From an optimization exercise on the open Yosys and OpenROAD flow, aimed at small area, a short achievable clock period and few clock cycles per item; shortcuts taken in it are not production practice. Only simulation tests tie the RTL to the original design; equivalence was not proved.

==> flow/design.v <==
module dge_sha256 (
    input  wire         clk,
    input  wire         rst,             
    input  wire         start,
    input  wire         resume,
    input  wire [255:0] resume_h,        
    input  wire [63:0]  resume_count,    
    input  wire         abort,
    input  wire         in_valid,
    output wire         in_ready,
    input  wire [63:0]  in_data,
    input  wire         in_last,
    input  wire [3:0]   in_nbytes,
    output wire         busy,
    output reg          done,
    output reg          err,
    output wire [255:0] digest
);
    integer i;
    reg         busy_r;
    reg         addc;        
    reg         init;        
    reg         kv;          
    reg         ring;        
    reg  [5:0]  q;           
    reg  [3:0]  sp;          
    reg         ended;       
    reg         m80;         
    reg         lenhere;     
    reg         lastblk;     
    reg  [5:0]  off;         
    reg  [54:0] blk;         
    reg         full;        
    reg  [31:0] H [0:7];
    reg  [31:0] a, b, c, d, e, f, g, h;
    reg  [31:0] w [0:15];    
    reg  [31:0] kk;          
    reg [31:0] kq;
    always @(*) begin
        case (q)
            6'd0:  kq = 32'h428a2f98; 6'd1:  kq = 32'h71374491; 6'd2:  kq = 32'hb5c0fbcf; 6'd3:  kq = 32'he9b5dba5;
            6'd4:  kq = 32'h3956c25b; 6'd5:  kq = 32'h59f111f1; 6'd6:  kq = 32'h923f82a4; 6'd7:  kq = 32'hab1c5ed5;
            6'd8:  kq = 32'hd807aa98; 6'd9:  kq = 32'h12835b01; 6'd10: kq = 32'h243185be; 6'd11: kq = 32'h550c7dc3;
            6'd12: kq = 32'h72be5d74; 6'd13: kq = 32'h80deb1fe; 6'd14: kq = 32'h9bdc06a7; 6'd15: kq = 32'hc19bf174;
            6'd16: kq = 32'he49b69c1; 6'd17: kq = 32'hefbe4786; 6'd18: kq = 32'h0fc19dc6; 6'd19: kq = 32'h240ca1cc;
            6'd20: kq = 32'h2de92c6f; 6'd21: kq = 32'h4a7484aa; 6'd22: kq = 32'h5cb0a9dc; 6'd23: kq = 32'h76f988da;
            6'd24: kq = 32'h983e5152; 6'd25: kq = 32'ha831c66d; 6'd26: kq = 32'hb00327c8; 6'd27: kq = 32'hbf597fc7;
            6'd28: kq = 32'hc6e00bf3; 6'd29: kq = 32'hd5a79147; 6'd30: kq = 32'h06ca6351; 6'd31: kq = 32'h14292967;
            6'd32: kq = 32'h27b70a85; 6'd33: kq = 32'h2e1b2138; 6'd34: kq = 32'h4d2c6dfc; 6'd35: kq = 32'h53380d13;
            6'd36: kq = 32'h650a7354; 6'd37: kq = 32'h766a0abb; 6'd38: kq = 32'h81c2c92e; 6'd39: kq = 32'h92722c85;
            6'd40: kq = 32'ha2bfe8a1; 6'd41: kq = 32'ha81a664b; 6'd42: kq = 32'hc24b8b70; 6'd43: kq = 32'hc76c51a3;
            6'd44: kq = 32'hd192e819; 6'd45: kq = 32'hd6990624; 6'd46: kq = 32'hf40e3585; 6'd47: kq = 32'h106aa070;
            6'd48: kq = 32'h19a4c116; 6'd49: kq = 32'h1e376c08; 6'd50: kq = 32'h2748774c; 6'd51: kq = 32'h34b0bcb5;
            6'd52: kq = 32'h391c0cb3; 6'd53: kq = 32'h4ed8aa4a; 6'd54: kq = 32'h5b9cca4f; 6'd55: kq = 32'h682e6ff3;
            6'd56: kq = 32'h748f82ee; 6'd57: kq = 32'h78a5636f; 6'd58: kq = 32'h84c87814; 6'd59: kq = 32'h8cc70208;
            6'd60: kq = 32'h90befffa; 6'd61: kq = 32'ha4506ceb; 6'd62: kq = 32'hbef9a3f7; default: kq = 32'hc67178f2;
        endcase
    end
    function [31:0] bs0(input [31:0] x);
        bs0 = {x[1:0], x[31:2]} ^ {x[12:0], x[31:13]} ^ {x[21:0], x[31:22]};
    endfunction
    function [31:0] bs1(input [31:0] x);
        bs1 = {x[5:0], x[31:6]} ^ {x[10:0], x[31:11]} ^ {x[24:0], x[31:25]};
    endfunction
    function [31:0] ss0(input [31:0] x);
        ss0 = {x[6:0], x[31:7]} ^ {x[17:0], x[31:18]} ^ {3'b000, x[31:3]};
    endfunction
    function [31:0] ss1(input [31:0] x);
        ss1 = {x[16:0], x[31:17]} ^ {x[18:0], x[31:19]} ^ {10'b0, x[31:10]};
    endfunction
    function [63:0] csa(input [31:0] x, input [31:0] y, input [31:0] z);
        csa = {((x & y) | (x & z) | (y & z)) << 1, x ^ y ^ z};
    endfunction
    wire [31:0] s1 = bs1(e);
    wire [31:0] ch = (e & f) ^ (~e & g);
    wire [31:0] s0 = bs0(a);
    wire [31:0] mj = (a & b) ^ (a & c) ^ (b & c);
    wire [63:0] p  = csa(h, kk, w[15]);                  
    wire [63:0] ex = csa(d, s1, ch);
    wire [63:0] ey0 = csa(p[31:0], p[63:32], ex[31:0]);
    wire [63:0] ey = csa(ey0[31:0], ey0[63:32], ex[63:32]);
    wire [63:0] at = csa(s1, ch, s0);
    wire [63:0] au = csa(p[31:0], p[63:32], mj);
    wire [63:0] ax = csa(at[31:0], at[63:32], au[31:0]);
    wire [63:0] ay = csa(ax[31:0], ax[63:32], au[63:32]);
    wire [31:0] e_n = ey[31:0] + ey[63:32];
    wire [31:0] a_n = ay[31:0] + ay[63:32];
    wire [63:0] sa = csa(ss1(w[14]), w[9], ss0(w[1]));
    wire [63:0] sb = csa(sa[31:0], sa[63:32], w[0]);
    wire [31:0] sched = sb[31:0] + sb[63:32];
    wire feed_slot = busy_r & (addc | (q != 6'd0) | ~kv);
    wire from_in   = ~q[5] & ~q[4] & ~ended;
    wire turn0     = (sp == 4'd0);
    assign in_ready = feed_slot & from_in & q[0] & turn0;
    wire bad_last  = in_ready & in_valid & in_last & (in_nbytes > 4'd8);
    wire feed_ok   = feed_slot & (~from_in | (turn0 & in_valid & ~bad_last));
    reg [31:0] bword;
    always @(*) begin
        for (i = 0; i < 4; i = i + 1) begin
            if (!in_last || ({q[0], 2'(i)} < in_nbytes))
                bword[31-8*i -: 8] = in_data[32*q[0] + 8*i +: 8];
            else if ({q[0], 2'(i)} == in_nbytes)
                bword[31-8*i -: 8] = 8'h80;
            else
                bword[31-8*i -: 8] = 8'h00;
        end
    end
    wire [63:0] len = {blk, off, 3'b000};
    wire [31:0] gen = (q[3:1] == 3'd7 && lenhere) ? (q[0] ? len[31:0] : len[63:32]) :
                      m80 ? 32'h80000000 : 32'd0;
    wire [31:0] newword = (q[5] | q[4]) ? sched : (ended ? gen : bword);
    wire [31:0] suma = H[3] + (init ? 32'd0 : a);
    wire [31:0] sume = H[7] + (init ? 32'd0 : e);
    wire [255:0] iv = {32'h6a09e667, 32'hbb67ae85, 32'h3c6ef372, 32'ha54ff53a,
                       32'h510e527f, 32'h9b05688c, 32'h1f83d9ab, 32'h5be0cd19};
    wire [255:0] rh;         
    genvar gi;
    generate
        for (gi = 0; gi < 32; gi = gi + 1) begin : g_rh
            assign rh[255-8*gi -: 8] = resume_h[8*gi +: 8];
        end
    endgenerate
    wire [255:0] sv = resume ? rh : iv;
    wire [255:0] h_cat = {H[0], H[1], H[2], H[3], H[4], H[5], H[6], H[7]};
    generate
        for (gi = 0; gi < 32; gi = gi + 1) begin : g_dig
            assign digest[8*gi +: 8] = h_cat[255-8*gi -: 8];
        end
    endgenerate
    assign busy = busy_r;
    wire go = ~busy_r & start & ~abort & ~rst;
    always @(posedge clk) begin
        kk <= kq;
        for (i = 0; i < 15; i = i + 1)
            w[i] <= w[i+1];
        w[15] <= feed_ok ? newword : w[0];
        if (addc) begin
            a <= suma; b <= H[0]; c <= H[1]; d <= H[2];
            e <= sume; f <= H[4]; g <= H[5]; h <= H[6];
        end else begin
            b <= a; c <= b; d <= c;
            f <= e; g <= f; h <= g;
            if (kv) begin
                a <= a_n; e <= e_n;
            end else begin
                a <= d; e <= h;
            end
        end
    end
    always @(posedge clk) begin
        if (go) begin
            {H[3], H[0], H[1], H[2], H[7], H[4], H[5], H[6]} <= sv;
        end else if (ring) begin
            H[0] <= suma; H[1] <= H[0]; H[2] <= H[1]; H[3] <= H[2];
            H[4] <= sume; H[5] <= H[4]; H[6] <= H[5]; H[7] <= H[6];
        end
    end
    always @(posedge clk) begin
        if (rst) begin
            busy_r <= 1'b0;
            done   <= 1'b0;
            err    <= 1'b0;
            addc   <= 1'b0;
            ring   <= 1'b0;
            kv     <= 1'b0;
            sp     <= 4'd0;
        end else if (abort) begin
            busy_r <= 1'b0;
            done   <= 1'b0;
            err    <= 1'b0;
            addc   <= 1'b0;
            ring   <= 1'b0;
            kv     <= 1'b0;
            sp     <= 4'd0;
        end else if (!busy_r) begin
            addc <= 1'b0;
            ring <= 1'b0;
            kv   <= 1'b0;
            sp   <= 4'd0;
            if (start) begin
                done <= 1'b0;
                err  <= 1'b0;
                if (resume && resume_count[5:0] != 6'd0) begin
                    done <= 1'b1;
                    err  <= 1'b1;
                end else begin
                    busy_r <= 1'b1;
                    addc   <= 1'b1;
                    ring   <= 1'b1;
                end
            end
        end else if (bad_last) begin
            busy_r <= 1'b0;
            done   <= 1'b1;
            err    <= 1'b1;
            addc   <= 1'b0;
            ring   <= 1'b0;
            kv     <= 1'b0;
        end else begin
            kv   <= feed_ok;
            ring <= (ring & ~addc) | (feed_ok & (q == 6'd61));
            addc <= kv & (q == 6'd0) & ~addc;
            if (feed_slot && !feed_ok)
                sp <= sp + 4'd1;
            if (addc && lastblk) begin
                busy_r <= 1'b0;
                done   <= 1'b1;
                addc   <= 1'b0;
                ring   <= 1'b0;
                kv     <= 1'b0;
            end
        end
    end
    always @(posedge clk) begin
        if (go)
            blk <= resume ? resume_count[60:6] : 55'd0;
        else
            blk <= blk + {54'd0, full};
    end
    always @(posedge clk) begin
        if (go) begin
            init    <= 1'b1;
            q       <= 6'd0;
            ended   <= 1'b0;
            m80     <= 1'b0;
            lenhere <= 1'b0;
            lastblk <= 1'b0;
            full    <= 1'b0;
        end else begin
            if (addc)
                init <= 1'b0;
            full <= feed_ok & from_in & q[0] & (q[3:1] == 3'd7) & (~in_last | in_nbytes[3]);
            if (feed_ok) begin
                q <= q + 6'd1;
                if (from_in) begin
                    if (q[0]) begin
                        if (in_last) begin
                            ended   <= 1'b1;
                            off     <= {q[3:1], 3'b000} + {2'b00, in_nbytes};
                            m80     <= in_nbytes[3];
                            lenhere <= !(q[3:1] == 3'd6 && in_nbytes[3]);
                        end
                    end
                end else if (~q[5] & ~q[4]) begin
                    m80 <= 1'b0;
                    if (q[3:0] == 4'd15) begin
                        lenhere <= 1'b1;
                        if (lenhere)
                            lastblk <= 1'b1;
                    end
                end
            end
        end
    end
endmodule
==> flow/flow/run.sh <==
#!/bin/bash
set -euo pipefail
bash standard.sh SETUP_SLACK_MARGIN=6 "BUFFER_PORTS_ARGS=-buffer_cell sky130_fd_sc_hd__buf_1" finish > layout.log 2>&1
==> flow/standard.sh <==
#!/bin/bash
# synth_recipe.tcl (not shown) runs the flow's synth.tcl, then flattens the netlist and writes it again
# the make line also repeats each setting of config.mk as NAME=value (left out here)
make -C /OpenROAD-flow-scripts/flow DESIGN_CONFIG=/design/flow/config.mk WORK_HOME=/design/flow/orfs CLKGATE_MAP_FILE= SYNTH_SCRIPT=/design/flow/synth_recipe.tcl "${@:-finish}"
==> flow/config.mk <==
export PLATFORM = sky130hd
export DESIGN_NAME = dge_sha256
export DESIGN_NICKNAME = dge_sha256
export VERILOG_FILES = /design/flow/design.v
export SDC_FILE = /design/flow/constraint.sdc
export NUM_CORES = 4
export LEC_CHECK = 0
export ABC_AREA = 1
export CAP_MARGIN = 20
export CORE_MARGIN = 2
export CORE_UTILIZATION = 50
export CTS_BUF_LIST = sky130_fd_sc_hd__clkbuf_4 sky130_fd_sc_hd__clkbuf_8
export CTS_CLUSTER_SIZE = 20
export SLEW_MARGIN = 20
==> flow/constraint.sdc <==
create_clock -name core_clock -period 10.0 [get_ports {clk}]
set_input_delay 2.0000 -clock core_clock [delete_from_list [all_inputs] [get_ports {clk}]]
set_output_delay 2.0000 -clock core_clock [all_outputs]
set_load 0.01 [all_outputs]
==> results.txt, run 1 <==
setup_tns 0 ns; CP arrival 5.22 ns; vias roughly 55k; vias in the first global route 53.6k; I/O pins 655; Max-Cap Viols 0; Critical path buffers and inverters 2; WP data required 10.78 ns; post-synth top area cell dfxtp_1; most common cell after layout, fill and taps aside nand2_1; post-route minimum period between 4 and 5 ns; Worst-Margin Slew 1.04 ns; Synth Cell Area 59700 µm²; Clk Latency, worst-skew pair 0.96 ns; Max-Slew Margin vs Limit 0.306; most frequent cells in the layout nand2_1 (1200), inv_1 (929), dfxtp_1 (776); post-synthesis net count 7894; Crit-path slowest cell fa_1; Total GRT Usage 0.400; Cell variety after synth between 60 and 70; CTS Buf Count 178; DP Wirelength ~190000 µm; Rows 126; die area 122000 µm²; worst slack at placement ~4.8 ns; final wirelength 253000 µm; DRC Markers 0; final hold viol count 0; Hold-fix buffers, CTS 0; Antenna Nets Post-Route 0; pin count of the biggest net entering global routing 145; cell family with most CP delay adder cells; Yosys reg bits 1139; Setup-failing EPs final 0; ys async rst share 0; Layout fillers 10.1k; Initial Utilization 0.505; routed vias/inst 5.72; layout cell share with drive strength beyond 1 0.162; Port Buffer Count ~650; Post-synth EDFFs 262; GPL Wtd Cong 1.05; nets@finish 8746; H-tree depth 4; total global routing overflow 0; CTS Root Cell clkbuf_8; drt wl/cell 26.4 µm; skew final 0.0632 ns; outcome timing/DRC/antenna clean; period utilization 0.444; CP startpoint kind flip-flop; first-pass GRT wire length around 350000 µm; RSZ-0062 raised after global routing yes; top_reg_cell synth dfxtp_1; worst hold-check path type reg -> reg; fin worst setup slack 5.56 ns; CP max FO 4; Die Wd 350 µm; Synthesis Warnings 3; Die Ht 350 µm; share of the synthesized area in the top cell type 0.294; Mean Syn Cell Area 8.49 µm²; core region area 118000 µm²; endpoint class of the critical path flip-flop; Cells after Synth 7033; Crit Path Class reg -> reg; Reg clk slew, reported paths approximately 0.07 ns; clk sinks 1139; critical path, cell by cell inv_1 -> fa_1 -> inv_1 -> fa_1 -> fa_1 -> fa_1 -> ha_4 -> fa_2 -> nand3_4 -> nand2_8 -> nand2_4 -> nand2_4 -> nand2_4 -> nand2_8 -> nand3_2 -> nand2_1 -> nand2_1 -> nand3_1 -> nand3_1 -> o21ai_1; slowest stage delay, CP 0.56 ns; maximum root-to-sink buffer count 3; maximum clock rate approximately 230 MHz; most used cell, CP fa_1; Max Slew Vio Count 0; Seq/Total Area, Yosys 0.426; Initial DRT Pass Iterations 6; Area Growth Syn to Fin 23.7%; TritonCTS clock tree yes; initial antenna violation count 13; top cells by area, synth dfxtp_1 (29%), edfxtp_1 (13%), fa_1 (9.2%); Detailed Route Iter0 Violations 5819
-- area by class of cell --
type | count | area, µm² | area share
Multi-Input combinational cell | 4613 | 33100 | 0.448
Sequential cell | 1139 | 25700 | 0.347
Timing Repair Buffer | 919 | 5000 | 0.0676
Inverter | 1034 | 3990 | 0.0540
Clock buffer | 271 | 3390 | 0.0459
Tap cell | 1536 | 1920 | 0.0260
Clock inverter | 55 | 805 | 0.0109
Antenna cell | 7 | 17.5 | 0.000237
-- final timing paths --
kind              startpoint         endpoint  slack (ns)  cells past startpoint
max             h[1]$_DFF_P_    a[18]$_DFF_P_        5.56                     20
min          w[7][2]$_DFF_P_  w[6][2]$_DFF_P_        0.30                      0
min reg2reg  w[7][2]$_DFF_P_  w[6][2]$_DFF_P_        0.30                      0
max reg2reg     h[1]$_DFF_P_    a[18]$_DFF_P_        5.56                     20
-- what timing repair did --
item / CTS / global route
setup endpoints to repair: 226 / 249
pin swaps: 177 / 187
gates resized for setup: 704 / 329
setup buffers: 155 / 49
gates cloned: 8 / 1
-- cell usage after synthesis, types with 11 or more instances --
master	number
edfxtp_1	262
nor2_1	579
a21oi_1	364
nand3b_1	23
a21o_1	14
o21bai_1	29
nor3_1	73
nand3_1	306
maj3_1	25
nor4_1	11
o21a_1	15
o21ai_0	547
nand2_1	1297
nand4_1	79
o22a_1	68
mux2i_1	24
inv_1	1026
xor2_1	236
o32ai_1	12
a31oi_1	21
dfxtp_1	877
o2111ai_1	14
ha_1	193
o211ai_1	38
fa_1	273
or2_2	26
clkbuf_1	213
a22o_1	94
xnor2_1	153
buf_1	26
-- worst register-to-register path: cells and delay by family, from the launching register on --
family | cells | cell delay (ns)
AO/OA/AOI/OAI | 1 | 0.08
adder cells (fa/ha/maj) | 6 | 2.61
buffers and inverters | 2 | 0.21
flip-flops | 1 | 0.40
AND/OR/NAND/NOR | 11 | 0.97
-- logic make-up (layout without fill, tap and decap cells) --
logic type               Yosys count  in the layout  synth area share
AND/OR/NAND/NOR                 2414           2415             0.168
flip-flops                      1139           1139             0.426
buffers and inverters           1282           2279            0.0810
adder cells (fa/ha/maj)          491            491             0.136
other                              0              7                 0
XOR/XNOR                         389            389            0.0571
AO/OA/AOI/OAI                   1294           1294             0.128
multiplexers                      24             24           0.00402
-- layer usage --
metal | up-vias | GRT usage | wire length (µm)
li1 | 24600 | - | -
met3 | 765 | 0.0809 | 21500
met5 | - | 0 | 56
met4 | 8 | 0.238 | 17700
met1 | 26500 | 0.488 | 95700
met2 | 2947 | 0.655 | 118000
-- sequential cells by signal (all words and copies together), names as in the netlist, 4 cells and up --
register / count
H: 256
a: 32
b: 32
blk: 55
c: 32
d: 32
e: 32
f: 32
g: 32
h: 32
kk: 32
off: 6
q: 6
sp: 4
w: 512
-- per-stage QoR --
step                      utilization  instances  hold slack, ns  cell area (µm²)
final                           0.625       9574           0.300            73900
after global routing            0.625       9571           0.311            73900
after CTS                       0.611       9517           0.297            72200
after detailed placement        0.538       9028           0.312            63700
after global placement          0.538       9027           0.310            63600
after floorplan                     -       7033           0.310            59800
Testbench counts, summed over its fixed seeds: cycles 81,368, bytes 61,945.
==> run 2: changes to the inputs <==
--- a/flow/config.mk
+++ b/flow/config.mk
@@ -10,5 +10,6 @@
 export CORE_MARGIN = 2
-export CORE_UTILIZATION = 50
+export CORE_UTILIZATION = 60
 export CTS_BUF_LIST = sky130_fd_sc_hd__clkbuf_4 sky130_fd_sc_hd__clkbuf_8
 export CTS_CLUSTER_SIZE = 20
+export PLACE_DENSITY = 0.7
 export SLEW_MARGIN = 20
==> results.txt, run 2 <==
Cell variety after synth 61 (unchanged); Initial Utilization 0.606 (+0.101); Hold-fix buffers, CTS 0 (unchanged); Worst Endpoint after GRT Repair a[23]$_DFF_P_/D; CTS Root Cell clkbuf_8; Cells after Synth 7033 (unchanged); tool error [ERROR GRT-0183] Net _02281_: the 3D maze router ran out of legal paths (heap underflow) - the net is boxed in by local congestion or blockages.; Post-synth EDFFs 262 (unchanged); count leader, synth nand2_1; outcome did not finish; post-synth top area cell dfxtp_1; initial antenna violation count 48; Synthesis Warnings 3 (unchanged); Yosys reg bits 1139 (unchanged); Seq/Total Area, Yosys 0.426 (unchanged); CTS Buf Count 180 (+1.1%); Port Buffer Count 651 (unchanged); Mean Syn Cell Area 8.49 µm² (unchanged); Fail Step 5_1_grt; Worst EP Category register input; Die Wd 319 µm (-8.6%); ys async rst share 0 (unchanged); top_reg_cell synth dfxtp_1; H-tree depth 4 (unchanged); top cells by area, synth dfxtp_1 (29%), edfxtp_1 (13%), fa_1 (9.2%); pin count of the biggest net entering global routing 176; Die Ht 319 µm (-8.6%); share of the synthesized area in the top cell type 0.294 (unchanged); maximum root-to-sink buffer count 3 (unchanged); DP Wirelength 201000 µm (+3.7%); Rows 115 (-8.7%); I/O pins 655 (unchanged); worst slack at placement 4.54 ns (-0.255 ns); post-synthesis net count 7894 (unchanged); Synth Cell Area 59700 µm² (unchanged); GPL Wtd Cong 1.09 (+3.5%); top cells by count, synth nand2_1 (1297), inv_1 (1026), dfxtp_1 (877), nor2_1 (579), o21ai_0 (547); clk sinks 1139 (unchanged)
## run 2: cell counts after synthesis
No cell type changed its count.
## run 2: logic make-up after synthesis
| group | count (synthesis) | share of synthesized area |
|---|---|---|
| DFF | 1139 | 0.426 |
| AOI/OAI and AO/OA | 1294 | 0.128 |
| buffers and inverters | 1282 | 0.0810 |
| xor gates and xnor gates | 389 | 0.0571 |
| muxes | 24 | 0.00402 |
| and+or+nand+nor | 2414 | 0.168 |
| adders and majority gates | 491 | 0.136 |
## run 2: how the worst max path moves through the flow
stage	cells after the start	end
after CTS	19	a[23]$_DFF_P_
after detailed placement	23	a[31]$_DFF_P_
after global placement	19	a[31]$_DFF_P_
after floorplan	5	H[0][0]$_DFFE_PP_
## run 2: repair_timing
action,4_1_cts
setup buffers,135
resized for setup,767
pin swaps,211
cloned,7
endpoints found under the setup margin,255
## run 2: metrics by stage
stage | util | cells | cell area (µm²) | hold WS [ns]
detailed placement | 0.641 | 8761 | 63200 | 0.312
global placement | 0.641 | 8761 | 63200 | 0.310
floorplan | - | 7033 | 59800 | 0.310
CTS | 0.726 | 9233 | 71600 | 0.306
==> run 3: changes to the inputs <==
--- a/flow/config.mk
+++ b/flow/config.mk
@@ -10,6 +10,6 @@
 export CORE_MARGIN = 2
-export CORE_UTILIZATION = 60
-export CTS_BUF_LIST = sky130_fd_sc_hd__clkbuf_4 sky130_fd_sc_hd__clkbuf_8
-export CTS_CLUSTER_SIZE = 20
-export PLACE_DENSITY = 0.7
+export CORE_UTILIZATION = 50
+export CTS_CLUSTER_DIAMETER = 90
+export CTS_CLUSTER_SIZE = 22
 export SLEW_MARGIN = 20
+export TNS_END_PERCENT = 20
==> results.txt, run 3 <==
outcome timing/DRC/antenna clean; Cells after Synth 7033 (unchanged); maximum root-to-sink buffer count 3 (unchanged); layout cell share with drive strength beyond 1 0.133; critical path, cell by cell xnor2_1 -> xor2_2 -> inv_1 -> o21ai_0 -> fa_1 -> inv_2 -> fa_1 -> ha_4 -> nand2_4 -> buf_4 -> nor2_4 -> nand2_2 -> nand3_4 -> nand4_1 -> nand3_1 -> nand3_2 -> nand3_2 -> nand2_1; H-tree depth 3 (-1); Area Growth Syn to Fin 19.3%; Seq/Total Area, Yosys 0.426 (unchanged); DP Wirelength 194000 µm (-3.2%); Antenna Nets Post-Route 0; final hold viol count 0; Worst-Margin Slew approximately 1.1 ns; Crit Path Class reg -> reg; area of the multi-input gates 32700 µm²; post-synthesis net count 7894 (unchanged); R2R depth 18; Setup-failing EPs final 0; hold path startpoint w[2][1]$_DFF_P_; Hold-fix buffers, CTS 0 (unchanged); RR Startpoint a[10]$_DFF_P_; first-pass GRT wire length ~350000 µm; Die Ht 350 µm (+9.4%); Initial DRT Pass Iterations 6; CP max FO 5; Cell variety after synth 61 (unchanged); top cells by area, synth dfxtp_1 (29%), edfxtp_1 (13%), fa_1 (9.2%); endpoint class of the critical path flip-flop; period utilization 0.445; Post-synth EDFFs 262 (unchanged); Critical path buffers and inverters 3; Synth Cell Area 59700 µm² (unchanged); Clk Latency, worst-skew pair 0.74 ns; most common cell after layout, fill and taps aside nand2_1; hold endpoint w[1][1]$_DFF_P_; CP arrival around 5.1 ns; skew final a little over 0.06 ns; clk sinks 1139 (unchanged); I/O pins 655 (unchanged); total global routing overflow 0; Largest regs w (512), H (256), blk (55); Max Slew Vio Count 0; most frequent cells in the layout nand2_1 (1214), inv_1 (940), dfxtp_1 (779); top_reg_cell synth dfxtp_1; Reg clk slew, reported paths ~0.09 ns; Max-Cap Viols 0; FF-to-FF setup slack ~5.6 ns; drt wl/cell 26.7 µm; Detailed Route Iter0 Violations ~6.4k; Max-Slew Margin vs Limit 0.271; Synthesis Warnings 3 (unchanged); vias 54.0k; Port Buffer Count 651 (unchanged); Crit-path slowest cell dfxtp_1; maximum clock rate 225 MHz; die area 122000 µm²; initial antenna violation count 6; TritonCTS clock tree yes; Top reg by flops w; Yosys reg bits 1139 (unchanged); core region area ~120000 µm²; GPL Wtd Cong 1.07 (-2.4%); routed vias/inst 5.78; Rows 126 (+9.6%); Mean Syn Cell Area 8.49 µm² (unchanged); Hold Path Depth 0; post-route minimum period 4.45 ns; final wirelength 249000 µm; ys async rst share 0 (unchanged); Reg area 25600 µm²; fin util 0.602; Total GRT Usage 0.393; top cells by count, synth nand2_1 (1297), inv_1 (1026), dfxtp_1 (877), nor2_1 (579), o21ai_0 (547); nets@finish 8620; DRC Markers 0; post-synth top area cell dfxtp_1; pin count of the biggest net entering global routing roughly 150; Initial Utilization 0.505 (-0.101); worst hold-check path type reg -> reg; Layout fillers 10.5k; CTS Root Cell clkbuf_16; CP startpoint kind flip-flop; Die Wd 350 µm (+9.4%); worst r2r dst a[29]$_DFF_P_; setup_tns 0 ns; count leader, synth nand2_1; cell family with most CP delay adder cells; RSZ-0062 raised after global routing yes; number of flip-flops in the largest register 512; CTS Buf Count 68 (-62%); vias in the first global route between 50k and 60k; WP data required 10.61 ns; share of the synthesized area in the top cell type 0.294 (unchanged); slowest stage delay, CP approximately 0.58 ns
## run 3: cell counts after synthesis
Identical to the previous run, type by type.
## run 3: layer usage
layer / GRT usage / up-vias / routed length [µm]
met4: 0.219 / 0 / 17200
met3: 0.0705 / 643 / 21800
li1: - / 24200 / -
met2: 0.619 / 2840 / 112000
met5: 0 / - / 0
met1: 0.512 / 26300 / 97800
## run 3: kinds of logic (layout without fill, tap and decap cells)
family | after synthesis | count (layout) | synth area share
AOI/OAI and AO/OA | 1294 | 1294 | 0.128
xor gates and xnor gates | 389 | 389 | 0.0571
adders and majority gates | 491 | 491 | 0.136
buffers and inverters | 1282 | 2043 | 0.0810
DFF | 1139 | 1139 | 0.426
muxes | 24 | 24 | 0.00402
other | 0 | 7 | 0
and+or+nand+nor | 2414 | 2416 | 0.168
## run 3: cell type report
cell class | instances | share of cell area
inverter | 1034 | 0.0558
antenna | 7 | 0.000246
sequential | 1139 | 0.360
tap | 1536 | 0.0270
timing repair buffer | 901 | 0.0673
clock inverter | 23 | 0.00610
timing repair inverter | 1 | 0.000123
clock buffer | 84 | 0.0247
multi-input combinational | 4614 | 0.459
## run 3: stage by stage
stage	worst slack (ns)	hold WS (ns)	instances	instance area, µm²
2_1_floorplan	5.26	0.310	7033	59700
3_3_place_gp	4.78	0.310	9021	63600
3_5_place_dp	4.74	0.312	9021	63600
4_1_cts	5.56	0.315	9275	69900
5_1_grt	5.43	0.321	9335	71200
6_report	5.55	0.315	9339	71200
## run 3: how the worst max path moves through the flow
stage / startpoint / endpoint / cells past startpoint
3_5_place_dp: e[15]$_DFF_P_ / e[15]$_DFF_P_ / 19
2_1_floorplan: abort / H[0][0]$_DFFE_PP_ / 5
4_1_cts: q[1]$_SDFFE_PP0N_ / in_ready / 11
5_1_grt: kk[26]$_DFF_P_ / a[27]$_DFF_P_ / 18
6_report: a[10]$_DFF_P_ / a[29]$_DFF_P_ / 18
3_3_place_gp: e[15]$_DFF_P_ / e[15]$_DFF_P_ / 19
## run 3: what timing repair did
action | CTS | global route
pin swaps | 188 | 150
resized for setup | 691 | 254
buffers inserted | 144 | 51
endpoints found under the setup margin | 212 | 385
hold endpoints to repair | 0 | 0
cloned | 3 | 6
==> run 4: changes to the inputs <==
==> flow/flow/run.sh (replaced) <==
#!/bin/bash
set -euo pipefail
bash standard.sh SETUP_SLACK_MARGIN=5.2 "BUFFER_PORTS_ARGS=-buffer_cell sky130_fd_sc_hd__buf_1" finish > layout.log 2>&1
==> results.txt, run 4 <==
Total GRT Usage 0.386 (-0.00703); top_reg_cell synth dfxtp_1; GPL Wtd Cong 1.05 (-1.9%); routed vias/inst 5.72 (-0.98%); Setup-failing EPs final 0 (unchanged); slowest stage delay, CP 0.72 ns (+0.14 ns); Max Slew Vio Count 0 (unchanged); clk sinks 1139 (unchanged); Yosys reg bits 1139 (unchanged); layout cell share with drive strength beyond 1 0.0426 (-0.0905); WP data required 10.56 ns (-0.05 ns); critical path, cell by cell o21ai_0 -> nor2_1 -> o21ai_1 -> fa_1 -> fa_1 -> inv_1 -> ha_1 -> nand2_1 -> nand2_1 -> nand2_1 -> o21ai_2 -> nand2_1 -> nand2_2 -> a21oi_1 -> xor2_1 -> nand2_1 -> nand3_1 -> nand2_1; H-tree depth 3 (unchanged); RR Startpoint e[2]$_DFF_P_; Hold Slack 0.289 ns (-0.0257 ns); post-synth top area cell dfxtp_1; Largest regs w (512), H (256), blk (55); Mean Syn Cell Area 8.49 µm² (unchanged); Cells after Synth 7033 (unchanged); Post-synth EDFFs 262 (unchanged); Max-Slew Margin vs Limit 0.151 (-0.120); Seq/Total Area, Yosys 0.426 (unchanged); fin area 66300 µm² (-6.9%); Crit Path Class reg -> reg; core region area 118000 µm² (unchanged); Top reg by flops w; CTS Buf Count 68 (unchanged); Detailed Route Iter0 Violations 5774 (-10%); Synth Cell Area 59700 µm² (unchanged); R2R depth 18 (unchanged); Initial DRT Pass Iterations 6 (unchanged); Setup crit start e[2]$_DFF_P_; outcome timing/DRC/antenna clean; Synthesis Warnings 3 (unchanged); DP Area 63600 µm² (about the same); Cell variety after synth 61 (unchanged); post-synthesis net count 7894 (unchanged); maximum root-to-sink buffer count 3 (unchanged); Initial Utilization 0.505 (unchanged); initial antenna violation count 7 (+1); Hold-fix buffers, CTS 0 (unchanged); ys async rst share 0 (unchanged); TritonCTS clock tree yes; maximum clock rate 208 MHz (-7.5%); Port Buffer Count 651 (unchanged); endpoint class of the critical path flip-flop; Antenna Nets Post-Route 0 (unchanged); Rows 126 (unchanged); Crit-path slowest cell o21ai_0; CP arrival 5.37 ns (+0.31 ns); Max-Cap Viols 0 (unchanged); final hold viol count 0 (unchanged); worst hold-check path type reg -> reg; count leader, synth nand2_1; fin util 0.561 (-0.0414); skew final 0.0703 ns (+0.00947 ns); CTS Root Cell clkbuf_16; pin count of the biggest net entering global routing 143 (-2.1%); Die Ht 350 µm (unchanged); most frequent cells in the layout nand2_1 (1288), inv_1 (1017), dfxtp_1 (838); total global routing overflow 0 (unchanged); final wirelength 241000 µm (-3.2%); Area Growth Syn to Fin 11.1%; top cells by area, synth dfxtp_1 (29%), edfxtp_1 (13%), fa_1 (9.2%); RSZ-0062 raised after global routing yes; die area 122000 µm² (unchanged); CP max FO 5 (unchanged); nets@finish 8428 (-2.2%); most common cell after layout, fill and taps aside nand2_1; share of the synthesized area in the top cell type 0.294 (unchanged); setup_tns 0 ns (unchanged); Die Wd 350 µm (unchanged); vias 52.3k (-3.0%); DRC Markers 0 (unchanged); first-pass GRT wire length 342000 µm (-1.7%); worst r2r dst a[19]$_DFF_P_; Critical path destination a[19]$_DFF_P_; Worst-Margin Slew 1.26 ns (+0.175 ns); drt wl/cell 26.4 µm (-1.1%); CP startpoint kind flip-flop; I/O pins 655 (unchanged); vias in the first global route 50.5k (-1.6%); FF-to-FF setup slack 5.19 ns (-0.36 ns); number of flip-flops in the largest register 512 (unchanged); most used cell, CP nand2_1; DP Wirelength 197000 µm (+1.3%); top cells by count, synth nand2_1 (1297), inv_1 (1026), dfxtp_1 (877), nor2_1 (579), o21ai_0 (547); post-route minimum period 4.81 ns (+0.358 ns); Clk Latency, worst-skew pair 0.72 ns (-0.02 ns); period utilization 0.481 (+0.0358); Reg clk slew, reported paths 0.09 ns (about the same)
-- run 4: cell type report --
class | instances | area, µm²
antenna | 3 | 7.51
clock inverter | 23 | 419
clock buffer | 86 | 1770
multi-input combinational | 4612 | 29900
tap | 1536 | 1920
inverter | 1034 | 3900
fill | 11000 | 51900
sequential | 1139 | 25500
timing repair buffer | 712 | 2940
-- run 4: worst min path at each step --
stage,slack (ns),startpoint,cells after the start,to
after detailed placement,0.31,w[11][18]$_DFF_P_,0,w[10][18]$_DFF_P_
after global placement,0.31,w[4][7]$_DFF_P_,0,w[3][7]$_DFF_P_
after CTS,0.29,w[10][10]$_DFF_P_,0,w[9][10]$_DFF_P_
final,0.29,w[4][4]$_DFF_P_,0,w[3][4]$_DFF_P_
after floorplan,0.31,w[11][0]$_DFF_P_,0,w[10][0]$_DFF_P_
after global routing,0.29,w[4][4]$_DFF_P_,0,w[3][4]$_DFF_P_
-- run 4: layer usage --
metal / track usage / wire [µm]
met3: 0.0786 / 21600
met1: 0.507 / 97600
met5: 0 / 24
met2: 0.609 / 109000
met4: 0.184 / 13400
-- run 4: worst max-delay path, delay by kind of cell (launching register included) --
family          cells  cell delay (ns)
compound gates      4             1.71
fa+ha+maj           3             1.35
simple gates        9             0.94
flops               1             0.37
xor+xnor            1             0.24
buf+inv             1             0.07
-- run 4: what timing repair did --
action | in CTS | in global routing
hold endpoints to repair | 0 | 0
pin swaps | 2 | 10
setup buffers | 3 | 4
resized for setup | 25 | 112
endpoints found under the setup margin | 37 | 47
-- run 4: cell families after synthesis --
logic type,after synthesis,synth area share
buffers and inverters,1282,0.0810
muxes,24,0.00402
DFF,1139,0.426
adders and majority gates,491,0.136
and+or+nand+nor,2414,0.168
AOI/OAI and AO/OA,1294,0.128
xor gates and xnor gates,389,0.0571
-- run 4: metrics by stage --
| stage | worst slack [ns] | instances |
|---|---|---|
| after floorplan | 5.21 | 7033 |
| after global placement | 4.74 | 9026 |
| after detailed placement | 4.74 | 9026 |
| after CTS | 5.12 | 9138 |
| after global routing | 5.09 | 9144 |
| final | 5.19 | 9145 |
==> run 5: changes to the inputs <==
==> flow/flow/run.sh (replaced) <==
#!/bin/bash
set -euo pipefail
bash standard.sh SETUP_SLACK_MARGIN=5.5 "BUFFER_PORTS_ARGS=-buffer_cell sky130_fd_sc_hd__buf_1" finish > layout.log 2>&1
--- a/flow/config.mk
+++ b/flow/config.mk
@@ -11,4 +11,2 @@
 export CORE_UTILIZATION = 50
-export CTS_CLUSTER_DIAMETER = 90
-export CTS_CLUSTER_SIZE = 22
 export SLEW_MARGIN = 20
==> results.txt, run 5 <==
Hold-fix buffers, CTS 0 (unchanged); drt wl/cell 26.3 µm (-0.12%); Max-Slew Margin vs Limit 0.215 (+0.0635); share of the synthesized area in the top cell type 0.294 (unchanged); top_reg_cell synth dfxtp_1; routed vias/inst 5.71 (-0.15%); most frequent cells in the layout nand2_1 (1268), inv_1 (991), dfxtp_1 (823); WP data required 10.57 ns (about the same); critical path, cell by cell maj3_1 -> fa_1 -> inv_1 -> fa_1 -> inv_1 -> fa_1 -> ha_4 -> nand2_2 -> o21bai_1 -> nand2_1 -> nand3_4 -> nand4_1 -> nand3_2 -> nand3_2 -> nand3_2 -> nand2_1; Max-Cap Viols 0 (unchanged); Detailed Route Iter0 Violations 6204 (+7.4%); Synthesis Warnings 3 (unchanged); pin count of the biggest net entering global routing 146 (+2.1%); post-synth top area cell dfxtp_1; Die Ht 350 µm (unchanged); Crit-path slowest cell fa_1; worst slack at placement 4.74 ns (+0.00482 ns); DP Wirelength 194000 µm (-1.3%); Crit Path Class reg -> reg; Post-synth EDFFs 262 (unchanged); fin worst setup slack 5.44 ns (+0.250 ns); Total GRT Usage 0.389 (+0.00316); Cells after Synth 7033 (unchanged); maximum root-to-sink buffer count 3 (unchanged); CTS Root Cell clkbuf_16; outcome timing/DRC/antenna clean; Synth Cell Area 59700 µm² (unchanged); Mean Syn Cell Area 8.49 µm² (unchanged); vias 53.1k (+1.6%); Rows 126 (unchanged); Reg area 25500 µm² (+0.24%); setup_tns 0 ns (unchanged); Largest regs w (512), H (256), blk (55); Area Growth Syn to Fin 16.8%; period utilization 0.456 (-0.0250); Initial DRT Pass Iterations 7 (+1); ys async rst share 0 (unchanged); Antenna Nets Post-Route 0 (unchanged); nets@finish 8527 (+1.2%); Clk Latency, worst-skew pair 0.77 ns (+0.05 ns); die area 122000 µm² (unchanged); initial antenna violation count 12 (+5); TritonCTS clock tree yes; post-synthesis net count 7894 (unchanged); Top reg by flops w; CP max FO 5 (unchanged); Reg clk slew, reported paths 0.07 ns (-0.02 ns); CP arrival 5.13 ns (-0.24 ns); total global routing overflow 0 (unchanged); first-pass GRT wire length 344000 µm (+0.64%); H-tree depth 3 (unchanged); layout cell share with drive strength beyond 1 0.0849 (+0.0423); Yosys reg bits 1139 (unchanged); top cells by area, synth dfxtp_1 (29%), edfxtp_1 (13%), fa_1 (9.2%); vias in the first global route 50.6k (+0.29%); Worst-Margin Slew 1.17 ns (-0.0925 ns); area of the multi-input gates 30900 µm² (+3.4%); GPL Wtd Cong 1.07 (+1.9%); post-route minimum period 4.56 ns (-0.250 ns); final hold viol count 0 (unchanged); Die Wd 350 µm (unchanged); Seq/Total Area, Yosys 0.426 (unchanged); endpoint class of the critical path flip-flop; Port Buffer Count 651 (unchanged); Layout fillers 10.7k (-2.6%); worst hold-check path type reg -> reg; most common cell after layout, fill and taps aside nand2_1; I/O pins 655 (unchanged); Max Slew Vio Count 0 (unchanged); count leader, synth nand2_1; Setup-failing EPs final 0 (unchanged); Cell variety after synth 61 (unchanged); CTS Buf Count 113 (+66%); maximum clock rate 219 MHz (+5.5%); core region area 118000 µm² (unchanged); skew final 0.0995 ns (+0.0293 ns); Initial Utilization 0.505 (unchanged); CP startpoint kind flip-flop; RSZ-0062 raised after global routing yes; number of flip-flops in the largest register 512 (unchanged); final wirelength 245000 µm (+1.6%); clk sinks 1139 (unchanged); top cells by count, synth nand2_1 (1297), inv_1 (1026), dfxtp_1 (877), nor2_1 (579), o21ai_0 (547); slowest stage delay, CP 0.59 ns (-0.13 ns); DRC Markers 0 (unchanged)
## run 5: cell counts after synthesis
No cell type changed its count.
## run 5: worst max-delay path, delay by kind of cell, from the launching register on
| kind | cells | cell delay (ns) |
|---|---|---|
| adders and majority gates | 5 | 2.53 |
| and+or+nand+nor | 8 | 1.08 |
| DFF | 1 | 0.44 |
| AOI/OAI and AO/OA | 1 | 0.23 |
| buffers and inverters | 2 | 0.11 |
## run 5: worst paths after layout
| kind | from | endpoint | slack, ns | depth (start not counted) |
|---|---|---|---|---|
| setup / recovery | a[7]$_DFF_P_ | a[29]$_DFF_P_ | 5.44 | 16 |
| hold / removal | w[13][27]$_DFF_P_ | w[12][27]$_DFF_P_ | 0.30 | 0 |
| setup reg to reg | a[7]$_DFF_P_ | a[29]$_DFF_P_ | 5.44 | 16 |
| hold reg to reg | w[13][27]$_DFF_P_ | w[12][27]$_DFF_P_ | 0.30 | 0 |
## run 5: metrics by stage
step,std cells,hold slack (ns),util,area (µm²)
after floorplan,7033,0.310,-,59700
after global placement,9021,0.310,0.538,63600
after detailed placement,9021,0.312,0.538,63600
after CTS,9264,0.291,0.580,68500
after global routing,9303,0.296,0.590,69700
final,9303,0.300,0.590,69700
## run 5: timing repair
action / in CTS / in global routing
pin swaps: 22 / 69
endpoints found under the hold margin: 0 / 0
cloned: 3 / 0
resized for setup: 195 / 230
setup buffers: 27 / 36
endpoints found under the setup margin: 54 / 55
## run 5: logic make-up after synthesis
logic type / Yosys count / synth area share
DFF: 1139 / 0.426
and+or+nand+nor: 2414 / 0.168
AOI/OAI and AO/OA: 1294 / 0.128
muxes: 24 / 0.00402
xor gates and xnor gates: 389 / 0.0571
buffers and inverters: 1282 / 0.0810
adders and majority gates: 491 / 0.136
## run 5: layer usage
| metal | wire length [µm] | vias to the layer above | track usage |
|---|---|---|---|
| li1 | - | 24100 | - |
| met1 | 98100 | 25700 | 0.512 |
| met2 | 112000 | 2757 | 0.616 |
| met3 | 20500 | 559 | 0.0632 |
| met4 | 14900 | 8 | 0.205 |
| met5 | 55 | - | 0 |
## run 5: cell type report
| type | count | share of cell area |
|---|---|---|
| Antenna cell | 3 | 0.000108 |
| Multi-Input combinational cell | 4612 | 0.443 |
| Tap cell | 1536 | 0.0276 |
| Inverter | 1034 | 0.0563 |
| Clock inverter | 52 | 0.00985 |
| Clock buffer | 161 | 0.0462 |
| Sequential cell | 1139 | 0.366 |
| Timing Repair Buffer | 766 | 0.0505 |
==> run 6: changes to the inputs <==
--- a/flow/config.mk
+++ b/flow/config.mk
@@ -11,2 +11,4 @@
 export CORE_UTILIZATION = 50
+export CTS_CLUSTER_DIAMETER = 90
+export CTS_CLUSTER_SIZE = 22
 export SLEW_MARGIN = 20
==> results.txt, run 6 <==
CP arrival 5.18 ns (+0.05 ns); core region area 118000 µm² (unchanged); Layout fillers 10.9k (+1.5%); CTS Buf Count 68 (-40%); most used cell, CP nand2_1; worst r2r dst e[26]$_DFF_P_; maximum root-to-sink buffer count 3 (unchanged); Worst-Margin Slew 1.17 ns (+0.00313 ns); vias in the first global route 50.0k (-1.3%); mux cell area share after synthesis 0.00402 (unchanged); most frequent cells in the layout nand2_1 (1270), inv_1 (991), dfxtp_1 (822); outcome timing/DRC/antenna clean; Setup-failing EPs final 0 (unchanged); die area 122000 µm² (unchanged); adder and majority gate portion of the synthesized area 0.136 (unchanged); hold path startpoint w[2][1]$_DFF_P_; skew final 0.0574 ns (-0.0422 ns); I/O pins 655 (unchanged); Die Ht 350 µm (unchanged); nets@finish 8482 (-0.53%); Cells after Synth 7033 (unchanged); Max-Slew Margin vs Limit 0.214 (-0.000822); GPL Wtd Cong 1.07 (unchanged); drt wl/cell 26.3 µm (about the same); GR Util met3 0.0645 (+0.00133); Total GRT Usage 0.385 (-0.00363); Top reg by flops w; pin count of the biggest net entering global routing 146 (unchanged); grt met1 use 0.508 (-0.00404); Antenna Nets Post-Route 0 (unchanged); Initial DRT Pass Iterations 6 (-1); final hold viol count 0 (unchanged); busiest grt layer met2; period utilization 0.458 (+0.00179); H-tree depth 3 (unchanged); ys async rst share 0 (unchanged); Max Slew Vio Count 0 (unchanged); CTS Root Cell clkbuf_16; Synthesis Warnings 3 (unchanged); maximum clock rate 219 MHz (-0.39%); Cell variety after synth 61 (unchanged); endpoint class of the critical path flip-flop; total global routing overflow 0 (unchanged); RSZ-0062 raised after global routing yes; TritonCTS clock tree yes; Clk Latency, worst-skew pair 0.73 ns (-0.04 ns); clk sinks 1139 (unchanged); layout cell share with drive strength beyond 1 0.0738 (-0.0111); Simple-Gate Fraction of Synth Area 0.168 (unchanged); Area Growth Syn to Fin 13.9%; share of the synthesized area in the top cell type 0.294 (unchanged); final wirelength 242000 µm (-1.1%); slowest stage delay, CP 0.55 ns (-0.04 ns); Crit Path Class reg -> reg; Initial Utilization 0.505 (unchanged); DP Wirelength 194000 µm (unchanged); top_reg_cell synth dfxtp_1; vias 52.6k (-1.0%); DRC Markers 0 (unchanged); XOR/XNOR Fraction of Synth Area 0.0571 (unchanged); Hold-fix buffers, CTS 0 (unchanged); routed vias/inst 5.72 (about the same); RR Startpoint e[14]$_DFF_P_; Yosys reg bits 1139 (unchanged); setup_tns 0 ns (unchanged); Crit-path slowest cell fa_1; critical path, cell by cell inv_1 -> xor2_2 -> inv_1 -> fa_1 -> fa_1 -> inv_1 -> fa_1 -> ha_1 -> a21oi_1 -> o21ai_0 -> a21oi_2 -> nand3_1 -> nand2_1 -> nand2_1 -> nand2_1 -> nand3_1 -> nand3_1 -> nand2_1; Largest regs w (512), H (256), blk (55); post-synth top area cell dfxtp_1; M2 GR Usage 0.612 (-0.00474); first-pass GRT wire length 340000 µm (-1.0%); initial antenna violation count 6 (-6); Hold Path Depth 0 (unchanged); Detailed Route Iter0 Violations 6230 (+0.42%); Compound-Gate Fraction of Synth Area 0.128 (unchanged); post-route minimum period 4.58 ns (+0.0179 ns); number of flip-flops in the largest register 512 (unchanged); Post-synth EDFFs 262 (unchanged); hold endpoint w[1][1]$_DFF_P_; count leader, synth nand2_1; largest family of logic cells by synthesized area simple AND/OR/NAND/NOR gates; Reg clk slew, reported paths 0.09 ns (+0.02 ns); Max-Cap Viols 0 (unchanged); Seq/Total Area, Yosys 0.426 (unchanged); post-route insts no fill 9201 (-1.1%); worst hold-check path type reg -> reg; R2R depth 18 (+2); Mean Syn Cell Area 8.49 µm² (unchanged); fin worst setup slack 5.42 ns (-0.0179 ns); top cells by count, synth nand2_1 (1297), inv_1 (1026), dfxtp_1 (877), nor2_1 (579), o21ai_0 (547); CP max FO 5 (unchanged); top cells by area, synth dfxtp_1 (29%), edfxtp_1 (13%), fa_1 (9.2%); Rows 126 (unchanged); FF-to-FF setup slack 5.42 ns (-0.02 ns); most common cell after layout, fill and taps aside nand2_1; WP data required 10.60 ns (+0.03 ns); post-synthesis net count 7894 (unchanged); worst slack at placement 4.74 ns (unchanged); CP startpoint kind flip-flop; dpl cells 9021 (unchanged); Port Buffer Count 651 (unchanged); Die Wd 350 µm (unchanged); Synth Cell Area 59700 µm² (unchanged)
==> run 6: what timing repair did <==
action | 4_1_cts | 5_1_grt
buffers inserted | 25 | 39
gates resized for setup | 203 | 223
endpoints found under the setup margin | 54 | 55
gates cloned | 2 | 0
pin swaps | 21 | 71
==> run 6: logic make-up after synthesis <==
| logic type | Yosys count |
|---|---|
| flip-flops | 1139 |
| adder cells (fa/ha/maj) | 491 |
| XOR/XNOR | 389 |
| multiplexers | 24 |
| buffers and inverters | 1282 |
| AO/OA/AOI/OAI | 1294 |
| AND/OR/NAND/NOR | 2414 |
==> run 6: worst max path at each step <==
stage	endpoint	depth (start not counted)	slack, ns	startpoint
2_1_floorplan	H[0][0]$_DFFE_PP_	5	5.26	abort
3_3_place_gp	e[15]$_DFF_P_	19	4.78	e[15]$_DFF_P_
3_5_place_dp	e[15]$_DFF_P_	19	4.74	e[15]$_DFF_P_
4_1_cts	e[29]$_DFF_P_	18	5.46	e[11]$_DFF_P_
5_1_grt	e[30]$_DFF_P_	20	5.29	e[14]$_DFF_P_
6_report	e[26]$_DFF_P_	18	5.42	e[14]$_DFF_P_
==> run 6: cell type report <==
| cell class | count | area, µm² | share of cell area |
|---|---|---|---|
| repair buffers | 766 | 3460 | 0.0509 |
| multi-input cells | 4612 | 30900 | 0.455 |
| well taps | 1536 | 1920 | 0.0283 |
| clock inverters | 23 | 434 | 0.00638 |
| clock buffers | 84 | 1760 | 0.0259 |
| diodes | 7 | 17.5 | 0.000258 |
| inverters | 1034 | 3930 | 0.0578 |
| flip-flops and latches | 1139 | 25500 | 0.376 |
==> run 6: metal layers <==
layer,wire length (µm),share of wire
met1,97200,0.40
met2,110000,0.45
met3,20200,0.083
met4,14700,0.061
met5,13,0.000054
==> run 6: critical path, delay by kind of cell, from the launching register on <==
kind	cells	cell delay [ns]
AOI/OAI and AO/OA	3	0.65
xor gates and xnor gates	1	0.24
adders and majority gates	4	1.86
buffers and inverters	3	0.38
DFF	1	0.48
and+or+nand+nor	7	0.84
==> run 6: stage by stage <==
stage	hold slack, ns	util	area, µm²
3_5_place_dp	0.312	0.538	63600
5_1_grt	0.320	0.575	68000
2_1_floorplan	0.310	-	59700
6_report	0.314	0.575	68000
4_1_cts	0.315	0.565	66900
3_3_place_gp	0.310	0.538	63600
==> run 7: changes to the inputs <==
==> flow/flow/run.sh (replaced) <==
#!/bin/bash
set -euo pipefail
bash standard.sh SETUP_SLACK_MARGIN=5.7 "BUFFER_PORTS_ARGS=-buffer_cell sky130_fd_sc_hd__buf_1" finish > layout.log 2>&1
==> results.txt, run 7 <==
CTS Root Cell clkbuf_16; post-route minimum period 4.48 ns (-0.0906 ns); initial antenna violation count 7 (+1); fin util 0.588 (+0.0126); Total GRT Usage 0.387 (+0.00212); Detailed Route Iter0 Violations 6073 (-2.5%); nets@finish 8543 (+0.72%); Max Slew Vio Count 0 (unchanged); H-tree depth 3 (unchanged); cell family with most CP delay adder cells; GPL Wtd Cong 1.07 (unchanged); maximum clock rate 223 MHz (+2.0%); top_reg_cell synth dfxtp_1; worst hold-check path type reg -> reg; Largest regs w (512), H (256), blk (55); DP Wirelength 194000 µm (unchanged); core region area 118000 µm² (unchanged); post-route insts no fill 9260 (+0.64%); critical path, cell by cell maj3_1 -> fa_1 -> inv_1 -> fa_1 -> inv_1 -> fa_1 -> ha_4 -> nand2_2 -> nor2_2 -> nand3_1 -> nand3_2 -> nand4_1 -> nand3_2 -> nand3_4 -> nand3_2 -> nand2_1; Clk Latency, worst-skew pair 0.73 ns (about the same); RSZ-0062 raised after global routing yes; layout cell share with drive strength beyond 1 0.102 (+0.0286); Synth Cell Area 59700 µm² (unchanged); I/O pins 655 (unchanged); worst slack at placement 4.74 ns (unchanged); clk sinks 1139 (unchanged); dpl cells 9021 (unchanged); pin count of the biggest net entering global routing 146 (unchanged); Initial DRT Pass Iterations 7 (+1); post-synthesis net count 7894 (unchanged); total global routing overflow 0 (unchanged); TritonCTS clock tree yes; Initial Utilization 0.505 (unchanged); drt wl/cell 26.4 µm (+0.10%); Area Growth Syn to Fin 16.4%; Yosys reg bits 1139 (unchanged); Layout fillers 10.7k (-1.5%); vias 53.1k (+0.97%); Port Buffer Count 651 (unchanged); most frequent cells in the layout nand2_1 (1246), inv_1 (961), dfxtp_1 (797); maximum root-to-sink buffer count 3 (unchanged); endpoint class of the critical path flip-flop; share of the synthesized area in the top cell type 0.294 (unchanged); ys async rst share 0 (unchanged); Crit-path slowest cell fa_1; WP data required 10.61 ns (about the same); Top reg by flops w; Post-synth EDFFs 262 (unchanged); setup_tns 0 ns (unchanged); Rows 126 (unchanged); fin worst setup slack 5.52 ns (+0.0906 ns); first-pass GRT wire length 342000 µm (+0.48%); Worst-Margin Slew 1.13 ns (-0.0394 ns); final wirelength 244000 µm (+0.74%); CTS Buf Count 68 (unchanged); Antenna Nets Post-Route 0 (unchanged); top cells by count, synth nand2_1 (1297), inv_1 (1026), dfxtp_1 (877), nor2_1 (579), o21ai_0 (547); Max-Cap Viols 0 (unchanged); Setup-failing EPs final 0 (unchanged); count leader, synth nand2_1; post-synth top area cell dfxtp_1; Mean Syn Cell Area 8.49 µm² (unchanged); slowest stage delay, CP 0.60 ns (+0.05 ns); period utilization 0.448 (-0.00906); skew final 0.0560 ns (-0.00139 ns); vias in the first global route 50.1k (+0.36%); outcome timing/DRC/antenna clean; CP startpoint kind flip-flop; Hold-fix buffers, CTS 0 (unchanged); most common cell after layout, fill and taps aside nand2_1; Cell variety after synth 61 (unchanged); number of flip-flops in the largest register 512 (unchanged); Synthesis Warnings 3 (unchanged); Max-Slew Margin vs Limit 0.240 (+0.0264); CP max FO 5 (unchanged); Crit Path Class reg -> reg; Critical path buffers and inverters 2 (-1); Die Wd 350 µm (unchanged); routed vias/inst 5.74 (+0.32%); Die Ht 350 µm (unchanged); CP arrival 5.10 ns (-0.08 ns); Reg clk slew, reported paths 0.09 ns (about the same); DRC Markers 0 (unchanged); Cells after Synth 7033 (unchanged); Seq/Total Area, Yosys 0.426 (unchanged); die area 122000 µm² (unchanged); top cells by area, synth dfxtp_1 (29%), edfxtp_1 (13%), fa_1 (9.2%); final hold viol count 0 (unchanged)
==> run 7: cells by family (layout without fill, tap and decap cells) <==
group,Yosys count,in the layout,synth area share
simple gates,2414,2414,0.168
compound gates,1294,1294,0.128
buf+inv,1282,1968,0.0810
flops,1139,1139,0.426
fa+ha+maj,491,491,0.136
xor+xnor,389,389,0.0571
mux,24,24,0.00402
other cells,0,5,0
==> run 7: stage by stage <==
stage	hold WS (ns)	instance area (µm²)
6_report	0.316	69500
2_1_floorplan	0.310	59700
4_1_cts	0.315	67600
3_3_place_gp	0.310	63600
5_1_grt	0.320	69500
3_5_place_dp	0.312	63600
==> run 7: routing by layer <==
| metal | vias up | track usage | wire, µm | share of wire |
|---|---|---|---|---|
| met5 | - | 0 | 27 | 0.00011 |
| met3 | 558 | 0.0663 | 20200 | 0.083 |
| met2 | 2747 | 0.616 | 111000 | 0.46 |
| li1 | 24100 | - | - | - |
| met1 | 25700 | 0.511 | 97600 | 0.40 |
| met4 | 4 | 0.194 | 15100 | 0.062 |
==> run 7: path summary, 6_finish.rpt <==
check                       start              end  slack, ns  depth (start not counted)
hold / removal    w[2][1]$_DFF_P_  w[1][1]$_DFF_P_       0.32                          0
setup reg to reg     a[5]$_DFF_P_    a[29]$_DFF_P_       5.52                         16
setup / recovery     a[5]$_DFF_P_    a[29]$_DFF_P_       5.52                         16
hold reg to reg   w[2][1]$_DFF_P_  w[1][1]$_DFF_P_       0.32                          0
==> run 7: what timing repair did <==
action	CTS	global route
endpoints found under the setup margin	68	106
gates resized for setup	347	321
setup buffers	50	74
pin swaps	61	130
gates cloned	3	0
==> run 7: cell type report <==
| cell class | instances | area (µm²) | share of cell area |
|---|---|---|---|
| multi-input cells | 4612 | 31800 | 0.457 |
| flip-flops and latches | 1139 | 25600 | 0.368 |
| repair buffers | 827 | 4020 | 0.0578 |
| inverters | 1034 | 3960 | 0.0569 |
| well taps | 1536 | 1920 | 0.0277 |
| clock buffers | 84 | 1760 | 0.0253 |
| clock inverters | 23 | 434 | 0.00625 |
| diodes | 5 | 12.5 | 0.000180 |
==> run 8: changes to the inputs <==
==> flow/flow/run.sh (replaced) <==
#!/bin/bash
set -euo pipefail
bash standard.sh SETUP_SLACK_MARGIN=5.6 "BUFFER_PORTS_ARGS=-buffer_cell sky130_fd_sc_hd__buf_1" finish > layout.log 2>&1
--- a/flow/config.mk
+++ b/flow/config.mk
@@ -10,3 +10,3 @@
 export CORE_MARGIN = 2
-export CORE_UTILIZATION = 50
+export CORE_UTILIZATION = 55
 export CTS_CLUSTER_DIAMETER = 90
==> results.txt, run 8 <==
ys async rst share 0 (unchanged); worst hold-check path type reg -> reg; setup_tns 0 ns (unchanged); Mean Syn Cell Area 8.49 µm² (unchanged); Largest regs w (512), H (256), blk (55); Worst-Margin Slew 1.28 ns (+0.140 ns); Reg area 25600 µm² (about the same); Die Ht 333 µm (-4.6%); total global routing overflow 0 (unchanged); first-pass GRT wire length 360000 µm (+5.3%); Post-synth EDFFs 262 (unchanged); Max-Slew Margin vs Limit 0.141 (-0.0993); pin count of the biggest net entering global routing 138 (-5.5%); Die Wd 333 µm (-4.6%); Detailed Route Iter0 Violations 8056 (+33%); RSZ-0062 raised after global routing yes; layout cell share with drive strength beyond 1 0.101 (-0.00150); CTS Root Cell clkbuf_16; top_reg_cell synth dfxtp_1; Crit-path slowest cell fa_2; maximum clock rate 212 MHz (-5.0%); area of the multi-input gates 32000 µm² (+0.59%); Crit Path Class reg -> reg; share of the synthesized area in the top cell type 0.294 (unchanged); Clk Latency, worst-skew pair 0.72 ns (about the same); I/O pins 655 (unchanged); top cells by count, synth nand2_1 (1297), inv_1 (1026), dfxtp_1 (877), nor2_1 (579), o21ai_0 (547); WP data required 10.61 ns (about the same); most frequent cells in the layout nand2_1 (1240), inv_1 (970), dfxtp_1 (807); Initial DRT Pass Iterations 6 (-1); post-route insts no fill 9095 (-1.8%); Rows 120 (-4.8%); Max-Cap Viols 0 (unchanged); Layout fillers 8787 (-18%); vias 55.5k (+4.5%); Reg clk slew, reported paths 0.09 ns (about the same); skew final 0.0285 ns (-0.0275 ns); Port Buffer Count 651 (unchanged); Cells after Synth 7033 (unchanged); most common cell after layout, fill and taps aside nand2_1; Top reg by flops w; CP max FO 5 (unchanged); post-synth top area cell dfxtp_1; drt wl/cell 28.5 µm (+8.2%); Max Slew Vio Count 0 (unchanged); Synth Cell Area 59700 µm² (unchanged); CTS Buf Count 69 (+1.5%); clk sinks 1139 (unchanged); Total GRT Usage 0.449 (+0.0618); period utilization 0.472 (+0.0238); post-synthesis net count 7894 (unchanged); CP arrival 5.33 ns (+0.23 ns); Initial Utilization 0.556 (+0.0512); H-tree depth 3 (unchanged); vias in the first global route 52.5k (+4.8%); Seq/Total Area, Yosys 0.426 (unchanged); Critical path buffers and inverters 6 (+4); slowest stage delay, CP 0.60 ns (about the same); top cells by area, synth dfxtp_1 (29%), edfxtp_1 (13%), fa_1 (9.2%); final wirelength 260000 µm (+6.3%); TritonCTS clock tree yes; CP startpoint kind flip-flop; critical path, cell by cell inv_1 -> fa_2 -> inv_1 -> fa_1 -> inv_1 -> fa_1 -> inv_1 -> fa_2 -> ha_4 -> a21oi_4 -> inv_1 -> a21oi_4 -> buf_4 -> o21ai_0 -> nand2_1 -> nand3_1 -> nand2_1 -> nand3_4 -> nand3_1 -> nand2_1; outcome timing/DRC/antenna clean; Cell variety after synth 61 (unchanged); count leader, synth nand2_1; die area 111000 µm² (-9.0%); endpoint class of the critical path flip-flop; final hold viol count 0 (unchanged); initial antenna violation count 7 (unchanged); core region area 107000 µm² (-9.2%); maximum root-to-sink buffer count 3 (unchanged); GPL Wtd Cong 1.08 (+1.5%); post-route minimum period 4.72 ns (+0.238 ns); Hold-fix buffers, CTS 0 (unchanged); DP Wirelength 203000 µm (+4.4%); cell family with most CP delay adder cells; nets@finish 8508 (-0.41%); number of flip-flops in the largest register 512 (unchanged); Antenna Nets Post-Route 0 (unchanged); routed vias/inst 6.10 (+6.4%); DRC Markers 0 (unchanged); most used cell, CP inv_1; Setup-failing EPs final 0 (unchanged); dpl cells 8882 (-1.5%); Area Growth Syn to Fin 15.5%; Synthesis Warnings 3 (unchanged); Yosys reg bits 1139 (unchanged)
==> run 8: path summary, 6_finish.rpt <==
kind,slack [ns],cells past startpoint,from,to
hold / removal,0.31,0,w[5][4]$_DFF_P_,w[4][4]$_DFF_P_
setup reg to reg,5.28,20,h[10]$_DFF_P_,a[25]$_DFF_P_
hold reg to reg,0.31,0,w[5][4]$_DFF_P_,w[4][4]$_DFF_P_
setup / recovery,5.28,20,h[10]$_DFF_P_,a[25]$_DFF_P_
==> run 8: layout make-up <==
class,count,share of cell area
Inverter,1034,0.0571
Clock inverter,24,0.00443
Timing Repair Buffer,791,0.0521
Sequential cell,1139,0.371
Antenna cell,7,0.000254
Multi-Input combinational cell,4612,0.464
Clock buffer,85,0.0262
Tap cell,1403,0.0254
==> run 8: routing by layer <==
layer | up-vias | track usage | wire length [µm]
li1 | 24000 | - | -
met1 | 26800 | 0.599 | 98100
met2 | 3992 | 0.673 | 112000
met3 | 753 | 0.129 | 34100
met4 | 6 | 0.213 | 15400
met5 | - | 0 | 42
==> run 8: cell families (layout without fill, tap and decap cells) <==
family | after synthesis | in the layout | synth area share
buffers and inverters | 1282 | 1934 | 0.0810
AO/OA/AOI/OAI | 1294 | 1294 | 0.128
adder cells (fa/ha/maj) | 491 | 491 | 0.136
AND/OR/NAND/NOR | 2414 | 2414 | 0.168
flip-flops | 1139 | 1139 | 0.426
other | 0 | 7 | 0
multiplexers | 24 | 24 | 0.00402
XOR/XNOR | 389 | 389 | 0.0571
==> run 8: what timing repair did <==
| item | CTS | global route |
|---|---|---|
| pin swaps | 106 | 91 |
| endpoints found under the setup margin | 60 | 88 |
| resized for setup | 428 | 256 |
| setup buffers | 58 | 38 |
| gates cloned | 1 | 0 |
==> run 8: stage by stage <==
stage | hold WS, ns | worst slack (ns) | instance area, µm² | util
after floorplan | 0.310 | 5.26 | 59700 | -
after global placement | 0.309 | 4.56 | 63400 | 0.590
after detailed placement | 0.312 | 4.45 | 63400 | 0.590
after CTS | 0.329 | 5.50 | 67700 | 0.630
after global routing | 0.325 | 5.25 | 69000 | 0.642
final | 0.312 | 5.28 | 69000 | 0.643
==> run 8: worst reg2reg max path, cell delays in order, from the launching register on <==
cell and delay, ns:
dfxtp_1 0.32, inv_1 0.12, fa_2 0.61, inv_1 0.08, fa_1 0.49, inv_1 0.06, fa_1 0.52, inv_1 0.05
fa_2 0.59, ha_4 0.26, a21oi_4 0.19, inv_1 0.11, a21oi_4 0.21, buf_4 0.15, o21ai_0 0.10, nand2_1 0.12
nand3_1 0.09, nand2_1 0.12, nand3_4 0.20, nand3_1 0.15, nand2_1 0.06

[re-timing with driven ports]
The flow's constraints put no driver on any port. The routed layouts listed below were extracted and timed again, unchanged, in two steps.
Step 1 sets driving cells, clkbuf_16 on the clock port and buf_2 on the other inputs (assumed; they add their load-dependent delay and slew).
Step 2 times the ports against the registers' clock, not the clock port: input delays grow and output delays shrink by t, the midpoint of the rising clock arrivals with the driver on.
a / b / c = ideal ports / drivers / drivers and shift; a / b = the first two.
run	shift t [ns]	setup WS [ns]	hold WS [ns]	slew at the worst register clock pin (ns)
run 1	1.021	5.563 / 5.563 / 5.023	0.300 / 0.300 / 0.300	0.09 / 0.09
run 3	0.794	5.551 / 5.551 / 5.062	0.315 / 0.315 / 0.315	0.10 / 0.10
run 4	0.764	5.192 / 5.134 / 4.740	0.289 / 0.289 / 0.289	0.10 / 0.10
run 5	0.808	5.443 / 5.366 / 4.851	0.300 / 0.300 / 0.300	0.07 / 0.07
run 6	0.791	5.425 / 5.395 / 4.808	0.314 / 0.314 / 0.314	0.10 / 0.10
run 7	0.795	5.515 / 5.468 / 4.916	0.316 / 0.316 / 0.316	0.10 / 0.10
run 8	0.786	5.277 / 5.277 / 4.794	0.312 / 0.312 / 0.312	0.10 / 0.10
After both steps setup and hold are still met in every run listed. For run 6, which loses most, drivers alone change the setup slack by -0.030 ns; drivers and shift together by -0.617 ns.
